Context: an optimization exercise on an open-source flow, tuned for small area and a short achievable clock period. The choices shown serve that exercise and are no tape-out recipe.
Power is estimated from default activity; no workload was simulated.

==> inputs of run B <==
## ce_dalu
module ce_dalu (
    input  wire        clk,
    input  wire        rst,          
    input  wire        ins_valid,    
    input  wire [31:0] ins,          
    input  wire [2:0]  rd_sel,       
    output wire [15:0] rd_data,
    output wire [39:0] acc,          
    output wire [4:0]  flags         
);
    localparam [5:0] OP_LDI  = 6'h07, OP_MOV  = 6'h08, OP_MTS  = 6'h09;
    localparam [5:0] OP_MPY  = 6'h10, OP_MAC  = 6'h11, OP_MSU  = 6'h12;
    localparam [5:0] OP_MPYI = 6'h13, OP_MACI = 6'h14, OP_CLRA = 6'h15;
    localparam [5:0] OP_LDA  = 6'h16, OP_ADDA = 6'h17, OP_SUBA = 6'h18;
    localparam [5:0] OP_RND  = 6'h19, OP_SHRA = 6'h1A, OP_SHLA = 6'h1B;
    localparam [5:0] OP_ADD  = 6'h20, OP_SUB  = 6'h21, OP_ADDI = 6'h22;
    localparam [5:0] OP_AND  = 6'h23, OP_OR   = 6'h24, OP_XOR  = 6'h25;
    localparam [5:0] OP_SHL  = 6'h26, OP_SHR  = 6'h27, OP_CMP  = 6'h28;
    localparam [5:0] OP_CMPI = 6'h29, OP_MIN  = 6'h2A, OP_MAX  = 6'h2B;
    localparam [5:0] OP_LIM  = 6'h2C, OP_NEG  = 6'h2D, OP_ABS  = 6'h2E;
    reg [15:0] d0, d1, d2, d3, d4, d5, d6, d7;
    reg [39:0] acc_r;
    reg        f_n, f_zr, f_za, f_v, f_c, f_sat;    
    function [15:0] rdmux;
        input [2:0] s;
        input [15:0] r0, r1, r2, r3, r4, r5, r6, r7;
        begin
            rdmux = ({16{s == 3'd0}} & r0) | ({16{s == 3'd1}} & r1) |
                    ({16{s == 3'd2}} & r2) | ({16{s == 3'd3}} & r3) |
                    ({16{s == 3'd4}} & r4) | ({16{s == 3'd5}} & r5) |
                    ({16{s == 3'd6}} & r6) | ({16{s == 3'd7}} & r7);
        end
    endfunction
    wire [5:0]  op   = ins[31:26];
    wire [2:0]  fd   = ins[25:23];
    wire [2:0]  fa   = ins[22:20];
    wire [2:0]  fb   = ins[19:17];
    wire        s_r  = ins[16];
    wire        s_i  = ins[19];
    wire [15:0] imm  = ins[15:0];
    wire [15:0] da = rdmux(fa, d0, d1, d2, d3, d4, d5, d6, d7);
    wire [15:0] db = rdmux(fb, d0, d1, d2, d3, d4, d5, d6, d7);
    wire [15:0] dd = rdmux(fd, d0, d1, d2, d3, d4, d5, d6, d7);
    assign rd_data = rdmux(rd_sel, d0, d1, d2, d3, d4, d5, d6, d7);
    assign acc     = acc_r;
  ...
Settings: LEC_CHECK=0, ABC_AREA=1, CAP_MARGIN=20, CORE_MARGIN=2, CORE_UTILIZATION=55, CTS_CLUSTER_DIAMETER=50, CTS_CLUSTER_SIZE=10, SLEW_MARGIN=20; clock period 20.0 ns.
run.sh (not shown) runs the stock make flow with config.mk's settings and CLKGATE_MAP_FILE= SYNTH_SCRIPT=/design/flow/synth_recipe.tcl, a recipe that flattens the netlist after the stock synthesis.
==> run E (differences from run B) <==
--- a/flow/design.v
+++ b/flow/design.v
@@ -16,14 +16,17 @@
     localparam [5:0] OP_ADD  = 6'h20, OP_SUB  = 6'h21, OP_ADDI = 6'h22;
     localparam [5:0] OP_AND  = 6'h23, OP_OR   = 6'h24, OP_XOR  = 6'h25;
     localparam [5:0] OP_SHL  = 6'h26, OP_SHR  = 6'h27, OP_CMP  = 6'h28;
     localparam [5:0] OP_CMPI = 6'h29, OP_MIN  = 6'h2A, OP_MAX  = 6'h2B;
     localparam [5:0] OP_LIM  = 6'h2C, OP_NEG  = 6'h2D, OP_ABS  = 6'h2E;
     reg [15:0] d0, d1, d2, d3, d4, d5, d6, d7;
-    reg [39:0] acc_r;
-    reg        f_n, f_zr, f_za, f_v, f_c, f_sat;    
+    reg [40:0] cs_s, cs_c;                         
+    reg        f_n, f_z, f_v, f_c, f_sat;
+    reg        f_na, f_za, f_va;                   
+    wire [40:0] acc_x = cs_s + cs_c;               
+    wire [39:0] acc_r = acc_x[39:0];
     function [15:0] rdmux;
         input [2:0] s;
         input [15:0] r0, r1, r2, r3, r4, r5, r6, r7;
         begin
             rdmux = ({16{s == 3'd0}} & r0) | ({16{s == 3'd1}} & r1) |
                     ({16{s == 3'd2}} & r2) | ({16{s == 3'd3}} & r3) |
@@ -40,13 +43,16 @@
     wire [15:0] imm  = ins[15:0];
     wire [15:0] da = rdmux(fa, d0, d1, d2, d3, d4, d5, d6, d7);
     wire [15:0] db = rdmux(fb, d0, d1, d2, d3, d4, d5, d6, d7);
     wire [15:0] dd = rdmux(fd, d0, d1, d2, d3, d4, d5, d6, d7);
     assign rd_data = rdmux(rd_sel, d0, d1, d2, d3, d4, d5, d6, d7);
     assign acc     = acc_r;
-    assign flags   = {f_sat, f_c, f_v, f_za ? (acc_r == 40'd0) : f_zr, f_n};
+    assign flags   = {f_sat, f_c,
+                      f_va ? (acc_x[40] ^ acc_x[39]) : f_v,
+                      f_za ? (acc_r == 40'd0) : f_z,
+                      f_na ? acc_r[39] : f_n};
     wire ex = ins_valid & ~rst;
     wire i_ldi  = (op == OP_LDI);
     wire i_mov  = (op == OP_MOV);
     wire i_mts  = (op == OP_MTS) & (ins[22:17] == 6'd24);
     wire i_mpy  = (op == OP_MPY);
     wire i_mac  = (op == OP_MAC);
@@ -94,16 +100,15 @@
             b_two[k] = (g_mul & ((b2 & ~b1 & ~b0) | (~b2 & b1 & b0))) | (g_hi & (k == 7));
             b_neg[k] = (g_mul & (b2 ^ m_sub)) | (g_hi & (k == 7) & m_sub);
         end
     end
     wire [7:0]  a_hi_m = {acc_r[39], acc_r[39:33]} - 8'd1;
     wire [40:0] a_op   = {u_acc ? a_hi_m : 8'hFF, acc_r[32:0] & {33{u_acc}}};
-    wire [40:0] s_mac;
+    wire [40:0] t_s, t_c;
     ce_dalu_mac u_mac (.x(mx), .one(b_one), .two(b_two), .neg(b_neg),
-                       .a(a_op), .s(s_mac));
-    wire        v_mac = s_mac[40] ^ s_mac[39];
+                       .a(a_op), .s0(t_s), .s1(t_c));
     function [39:0] rev40;
         input [39:0] x;
         integer j;
         begin
             for (j = 0; j < 40; j = j + 1) rev40[j] = x[39-j];
         end
@@ -201,52 +206,61 @@
         if (rst | (we & (fd == 3'd4))) d4 <= wdat;
         if (rst | (we & (fd == 3'd5))) d5 <= wdat;
         if (rst | (we & (fd == 3'd6))) d6 <= wdat;
         if (rst | (we & (fd == 3'd7))) d7 <= wdat;
     end
     always @(posedge clk) begin
-        if (rst)
-            acc_r <= 40'd0;
-        else if (ex & g_acc)
-            acc_r <= s_mac[39:0];
-        else if (ex & sh_acc)
-            acc_r <= acc_shf;
+        if (rst) begin
+            cs_s <= 41'd0;
+            cs_c <= 41'd0;
+        end else if (ex & g_acc) begin
+            cs_s <= t_s;
+            cs_c <= t_c;
+        end else if (ex & sh_acc) begin
+            cs_s <= {1'b0, acc_shf};
+            cs_c <= 41'd0;
+        end
     end
     wire g_nz16 = i_rnd | g_add | i_and | i_or | i_xor | i_shl | i_shr |
                   i_min | i_max | i_lim;
     wire v_upd16 = g_add | i_and | i_or | i_xor | i_shl | i_shr;
     wire v16 = (g_add & a_ovf) | (i_shl & shl_ovf);
     wire sat16 = (g_add & a_ovf & a_s) | (i_shl & shl_ovf & s_i) | (i_rnd & rnd_sat);
     wire c16 = (i_add | i_addi | i_sub | i_cmp | i_cmpi) & c_alu;
     always @(posedge clk) begin
         if (rst) begin
-            f_n <= 1'b0; f_zr <= 1'b0; f_za <= 1'b0;
-            f_v <= 1'b0; f_c <= 1'b0; f_sat <= 1'b0;
+            f_n <= 1'b0; f_z <= 1'b0; f_v <= 1'b0; f_c <= 1'b0; f_sat <= 1'b0;
+            f_na <= 1'b0; f_za <= 1'b0; f_va <= 1'b0;
         end else if (ex) begin
             if (i_mts) begin
-                f_n <= dd[0]; f_zr <= dd[1]; f_za <= 1'b0;
-                f_v <= dd[2]; f_c <= dd[3]; f_sat <= dd[4];
+                f_n <= dd[0]; f_z <= dd[1]; f_v <= dd[2]; f_c <= dd[3]; f_sat <= dd[4];
+                f_na <= 1'b0; f_za <= 1'b0; f_va <= 1'b0;
             end else if (g_acc) begin
-                f_n <= s_mac[39]; f_za <= 1'b1; f_v <= v_mac; f_c <= 1'b0;
+                f_na <= 1'b1; f_za <= 1'b1; f_va <= 1'b1; f_c <= 1'b0;
             end else if (sh_acc) begin
-                f_n <= acc_shf[39]; f_za <= 1'b1; f_v <= i_shla & shla_v; f_c <= 1'b0;
+                f_na <= 1'b1; f_za <= 1'b1; f_va <= 1'b0; f_c <= 1'b0;
+                f_v <= i_shla & shla_v;
             end else if (g_nz16) begin
-                f_n <= wd[15]; f_zr <= wd_z; f_za <= 1'b0; f_c <= c16;
-                if (v_upd16) f_v <= v16;
+                f_n <= wd[15]; f_z <= wd_z; f_c <= c16;
+                f_na <= 1'b0; f_za <= 1'b0;
+                if (v_upd16) begin
+                    f_v <= v16; f_va <= 1'b0;
+                end
                 if (sat16) f_sat <= 1'b1;
             end
         end
     end
 endmodule
 module ce_dalu_mac (
     input  wire [16:0] x,       
     input  wire [7:0]  one,     
     input  wire [7:0]  two,     
     input  wire [7:0]  neg,     
     input  wire [40:0] a,       
-    output wire [40:0] s        
+    output wire [40:0] s0,      
+    output wire [40:0] s1
 );
     wire p0_0;
     wire p0_1;
     wire p0_2;
     wire p0_3;
     wire p0_4;
@@ -1140,8 +1154,9 @@
     assign fs126 = a[31] ^ hc21 ^ p7_17;
     assign fc126 = (a[31] & hc21) | (a[31] & p7_17) | (hc21 & p7_17);
     assign hs24 = 1'b1 ^ a[32];
     assign hc24 = 1'b1 & a[32];
     wire [40:0] r0 = {a[40], a[39], a[38], a[37], a[36], a[35], a[34], a[33], hs24, fs126, fc124, fs124, fc122, fc121, fs121, fc119, fc118, fc117, fc116, fs116, fc114, fc113, fc112, fc111, fc110, fc109, fc108, fc107, fc106, fc105, fc104, fc103, fc102, fc101, fc100, fc99, fc98, fc97, hc23, hc22, hs22};
     wire [40:0] r1 = {1'b0, 1'b0, 1'b0, 1'b0, 1'b0, 1'b0, 1'b0, hc24, fc126, fc125, fs125, fc123, fs123, fs122, fc120, fs120, fs119, fs118, fs117, fc115, fs115, fs114, fs113, fs112, fs111, fs110, fs109, fs108, fs107, fs106, fs105, fs104, fs103, fs102, fs101, fs100, fs99, fs98, fs97, hs23, p0_0};
-    assign s = r0 + r1;
+    assign s0 = r0;
+    assign s1 = r1;
 endmodule
==> flow/flow/run.sh (new file) <==
#!/bin/bash
# Standard layout, with plain buffers (not delay cells) on the ports.
set -euo pipefail
bash standard.sh BUFFER_PORTS_ARGS="-buffer_cell sky130_fd_sc_hd__buf_2" finish > make.log 2>&1
==> flow/standard.sh (new file) <==
#!/bin/bash
# synth_recipe.tcl (not shown) runs the flow's synth.tcl, then flattens the netlist and writes it again
# the make line also repeats each setting of config.mk as NAME=value (left out here)
make -C /OpenROAD-flow-scripts/flow DESIGN_CONFIG=/design/flow/config.mk WORK_HOME=/design/flow/orfs CLKGATE_MAP_FILE= SYNTH_SCRIPT=/design/flow/synth_recipe.tcl "${@:-finish}"
--- a/flow/config.mk
+++ b/flow/config.mk
@@ -5,10 +5,10 @@
 export SDC_FILE = /design/flow/constraint.sdc
 export NUM_CORES = 8
 export LEC_CHECK = 0
 export ABC_AREA = 1
 export CAP_MARGIN = 20
 export CORE_MARGIN = 2
-export CORE_UTILIZATION = 55
+export CORE_UTILIZATION = 45
 export CTS_CLUSTER_DIAMETER = 50
 export CTS_CLUSTER_SIZE = 10
 export SLEW_MARGIN = 20
removed: flow/run.sh
==> run A (differences from run B) <==
--- a/flow/design.v
+++ b/flow/design.v
@@ -16,14 +16,17 @@
     localparam [5:0] OP_ADD  = 6'h20, OP_SUB  = 6'h21, OP_ADDI = 6'h22;
     localparam [5:0] OP_AND  = 6'h23, OP_OR   = 6'h24, OP_XOR  = 6'h25;
     localparam [5:0] OP_SHL  = 6'h26, OP_SHR  = 6'h27, OP_CMP  = 6'h28;
     localparam [5:0] OP_CMPI = 6'h29, OP_MIN  = 6'h2A, OP_MAX  = 6'h2B;
     localparam [5:0] OP_LIM  = 6'h2C, OP_NEG  = 6'h2D, OP_ABS  = 6'h2E;
     reg [15:0] d0, d1, d2, d3, d4, d5, d6, d7;
-    reg [39:0] acc_r;
-    reg        f_n, f_zr, f_za, f_v, f_c, f_sat;    
+    reg [40:0] cs_s, cs_c;                         
+    reg        f_n, f_z, f_v, f_c, f_sat;
+    reg        f_na, f_za, f_va;                   
+    wire [40:0] acc_x = cs_s + cs_c;               
+    wire [39:0] acc_r = acc_x[39:0];
     function [15:0] rdmux;
         input [2:0] s;
         input [15:0] r0, r1, r2, r3, r4, r5, r6, r7;
         begin
             rdmux = ({16{s == 3'd0}} & r0) | ({16{s == 3'd1}} & r1) |
                     ({16{s == 3'd2}} & r2) | ({16{s == 3'd3}} & r3) |
@@ -40,13 +43,16 @@
     wire [15:0] imm  = ins[15:0];
     wire [15:0] da = rdmux(fa, d0, d1, d2, d3, d4, d5, d6, d7);
     wire [15:0] db = rdmux(fb, d0, d1, d2, d3, d4, d5, d6, d7);
     wire [15:0] dd = rdmux(fd, d0, d1, d2, d3, d4, d5, d6, d7);
     assign rd_data = rdmux(rd_sel, d0, d1, d2, d3, d4, d5, d6, d7);
     assign acc     = acc_r;
-    assign flags   = {f_sat, f_c, f_v, f_za ? (acc_r == 40'd0) : f_zr, f_n};
+    assign flags   = {f_sat, f_c,
+                      f_va ? (acc_x[40] ^ acc_x[39]) : f_v,
+                      f_za ? (acc_r == 40'd0) : f_z,
+                      f_na ? acc_r[39] : f_n};
     wire ex = ins_valid & ~rst;
     wire i_ldi  = (op == OP_LDI);
     wire i_mov  = (op == OP_MOV);
     wire i_mts  = (op == OP_MTS) & (ins[22:17] == 6'd24);
     wire i_mpy  = (op == OP_MPY);
     wire i_mac  = (op == OP_MAC);
@@ -94,16 +100,15 @@
             b_two[k] = (g_mul & ((b2 & ~b1 & ~b0) | (~b2 & b1 & b0))) | (g_hi & (k == 7));
             b_neg[k] = (g_mul & (b2 ^ m_sub)) | (g_hi & (k == 7) & m_sub);
         end
     end
     wire [7:0]  a_hi_m = {acc_r[39], acc_r[39:33]} - 8'd1;
     wire [40:0] a_op   = {u_acc ? a_hi_m : 8'hFF, acc_r[32:0] & {33{u_acc}}};
-    wire [40:0] s_mac;
+    wire [40:0] t_s, t_c;
     ce_dalu_mac u_mac (.x(mx), .one(b_one), .two(b_two), .neg(b_neg),
-                       .a(a_op), .s(s_mac));
-    wire        v_mac = s_mac[40] ^ s_mac[39];
+                       .a(a_op), .s0(t_s), .s1(t_c));
     function [39:0] rev40;
         input [39:0] x;
         integer j;
         begin
             for (j = 0; j < 40; j = j + 1) rev40[j] = x[39-j];
         end
@@ -201,52 +206,61 @@
         if (rst | (we & (fd == 3'd4))) d4 <= wdat;
         if (rst | (we & (fd == 3'd5))) d5 <= wdat;
         if (rst | (we & (fd == 3'd6))) d6 <= wdat;
         if (rst | (we & (fd == 3'd7))) d7 <= wdat;
     end
     always @(posedge clk) begin
-        if (rst)
-            acc_r <= 40'd0;
-        else if (ex & g_acc)
-            acc_r <= s_mac[39:0];
-        else if (ex & sh_acc)
-            acc_r <= acc_shf;
+        if (rst) begin
+            cs_s <= 41'd0;
+            cs_c <= 41'd0;
+        end else if (ex & g_acc) begin
+            cs_s <= t_s;
+            cs_c <= t_c;
+        end else if (ex & sh_acc) begin
+            cs_s <= {1'b0, acc_shf};
+            cs_c <= 41'd0;
+        end
     end
     wire g_nz16 = i_rnd | g_add | i_and | i_or | i_xor | i_shl | i_shr |
                   i_min | i_max | i_lim;
     wire v_upd16 = g_add | i_and | i_or | i_xor | i_shl | i_shr;
     wire v16 = (g_add & a_ovf) | (i_shl & shl_ovf);
     wire sat16 = (g_add & a_ovf & a_s) | (i_shl & shl_ovf & s_i) | (i_rnd & rnd_sat);
     wire c16 = (i_add | i_addi | i_sub | i_cmp | i_cmpi) & c_alu;
     always @(posedge clk) begin
         if (rst) begin
-            f_n <= 1'b0; f_zr <= 1'b0; f_za <= 1'b0;
-            f_v <= 1'b0; f_c <= 1'b0; f_sat <= 1'b0;
+            f_n <= 1'b0; f_z <= 1'b0; f_v <= 1'b0; f_c <= 1'b0; f_sat <= 1'b0;
+            f_na <= 1'b0; f_za <= 1'b0; f_va <= 1'b0;
         end else if (ex) begin
             if (i_mts) begin
-                f_n <= dd[0]; f_zr <= dd[1]; f_za <= 1'b0;
-                f_v <= dd[2]; f_c <= dd[3]; f_sat <= dd[4];
+                f_n <= dd[0]; f_z <= dd[1]; f_v <= dd[2]; f_c <= dd[3]; f_sat <= dd[4];
+                f_na <= 1'b0; f_za <= 1'b0; f_va <= 1'b0;
             end else if (g_acc) begin
-                f_n <= s_mac[39]; f_za <= 1'b1; f_v <= v_mac; f_c <= 1'b0;
+                f_na <= 1'b1; f_za <= 1'b1; f_va <= 1'b1; f_c <= 1'b0;
             end else if (sh_acc) begin
-                f_n <= acc_shf[39]; f_za <= 1'b1; f_v <= i_shla & shla_v; f_c <= 1'b0;
+                f_na <= 1'b1; f_za <= 1'b1; f_va <= 1'b0; f_c <= 1'b0;
+                f_v <= i_shla & shla_v;
             end else if (g_nz16) begin
-                f_n <= wd[15]; f_zr <= wd_z; f_za <= 1'b0; f_c <= c16;
-                if (v_upd16) f_v <= v16;
+                f_n <= wd[15]; f_z <= wd_z; f_c <= c16;
+                f_na <= 1'b0; f_za <= 1'b0;
+                if (v_upd16) begin
+                    f_v <= v16; f_va <= 1'b0;
+                end
                 if (sat16) f_sat <= 1'b1;
             end
         end
     end
 endmodule
 module ce_dalu_mac (
     input  wire [16:0] x,       
     input  wire [7:0]  one,     
     input  wire [7:0]  two,     
     input  wire [7:0]  neg,     
     input  wire [40:0] a,       
-    output wire [40:0] s        
+    output wire [40:0] s0,      
+    output wire [40:0] s1
 );
     wire p0_0;
     wire p0_1;
     wire p0_2;
     wire p0_3;
     wire p0_4;
@@ -1140,8 +1154,9 @@
     assign fs126 = a[31] ^ hc21 ^ p7_17;
     assign fc126 = (a[31] & hc21) | (a[31] & p7_17) | (hc21 & p7_17);
     assign hs24 = 1'b1 ^ a[32];
     assign hc24 = 1'b1 & a[32];
     wire [40:0] r0 = {a[40], a[39], a[38], a[37], a[36], a[35], a[34], a[33], hs24, fs126, fc124, fs124, fc122, fc121, fs121, fc119, fc118, fc117, fc116, fs116, fc114, fc113, fc112, fc111, fc110, fc109, fc108, fc107, fc106, fc105, fc104, fc103, fc102, fc101, fc100, fc99, fc98, fc97, hc23, hc22, hs22};
     wire [40:0] r1 = {1'b0, 1'b0, 1'b0, 1'b0, 1'b0, 1'b0, 1'b0, hc24, fc126, fc125, fs125, fc123, fs123, fs122, fc120, fs120, fs119, fs118, fs117, fc115, fs115, fs114, fs113, fs112, fs111, fs110, fs109, fs108, fs107, fs106, fs105, fs104, fs103, fs102, fs101, fs100, fs99, fs98, fs97, hs23, p0_0};
-    assign s = r0 + r1;
+    assign s0 = r0;
+    assign s1 = r1;
 endmodule
--- a/flow/config.mk
+++ b/flow/config.mk
@@ -5,10 +5,10 @@
 export SDC_FILE = /design/flow/constraint.sdc
 export NUM_CORES = 8
 export LEC_CHECK = 0
 export ABC_AREA = 1
 export CAP_MARGIN = 20
 export CORE_MARGIN = 2
-export CORE_UTILIZATION = 55
+export CORE_UTILIZATION = 45
 export CTS_CLUSTER_DIAMETER = 50
 export CTS_CLUSTER_SIZE = 10
 export SLEW_MARGIN = 20
==> qor summary <==
| quantity | run B | run A | run E |
|---|---|---|---|
| Result of the run | finished clean | finished clean | finished clean |
| XOR/XNOR Fraction of Synth Area | 6.46% | 6.09% | 6.09% |
| Maximum clock path buffer count | 2 | 3 | 3 |
| Worst rel slew slack | 15.3% | 19.1% | 15.4% |
| Multi-input gate area | 20200 µm² | 21500 µm² | 21500 µm² |
| Sequential logic power | 0.486 mW | 0.547 mW | 0.546 mW |
| Met1 usage | 66.5% | 58.4% | 60.5% |
| Buffering stage count on the worst path with inverters included | 8 | 7 | 4 |
| Number of signal-net inverters in the final layout | 624 | 682 | 682 |
| Starting density of the core | 55.3% | 45.3% | 45.3% |
| Biggest fanout along the worst timing path | 16 | 16 | 12 |
| Synthesized cell area | 28200 µm² | 30400 µm² | 30400 µm² |
| Sequential cell count | 174 | 210 | 210 |
| Wire length the detailed router placed on met1 | 50700 µm | 61100 µm | 63200 µm |
| Rows | 83 | 95 | 95 |
Function was not checked in any run of this note: the RTL went through the layout flow alone.

separate check: timing with driven ports:
No port has a modelled driver above. Below, the same layouts with a new extraction and two added sets of constraints. Step 1, drivers: a clkbuf_16 drives clk and a buf_2 each remaining input, both assumed. Step 2, shift: input delay + t, output delay - t, t = (earliest + latest rising clock arrival at the registers) / 2. This alone moves slack from input paths to output paths. Three values: ideal, step 1, step 2; two values: the first two.
run	t (ns)	slack for setup (ns)	worst setup path after step 2	latest minus earliest clock arrival (ns)
run B	0.552	6.673 / 6.713 / 6.161	input to register	0.023 / 0.024
run E	0.678	9.327 / 9.370 / 8.692	input to register	0.086 / 0.087
run A	0.659	8.229 / 8.275 / 7.616	input to register	0.078 / 0.078
After both steps setup and hold are still met in every run listed. For run E, which loses most, drivers alone change the setup slack by +0.043 ns; drivers and shift together by -0.635 ns.
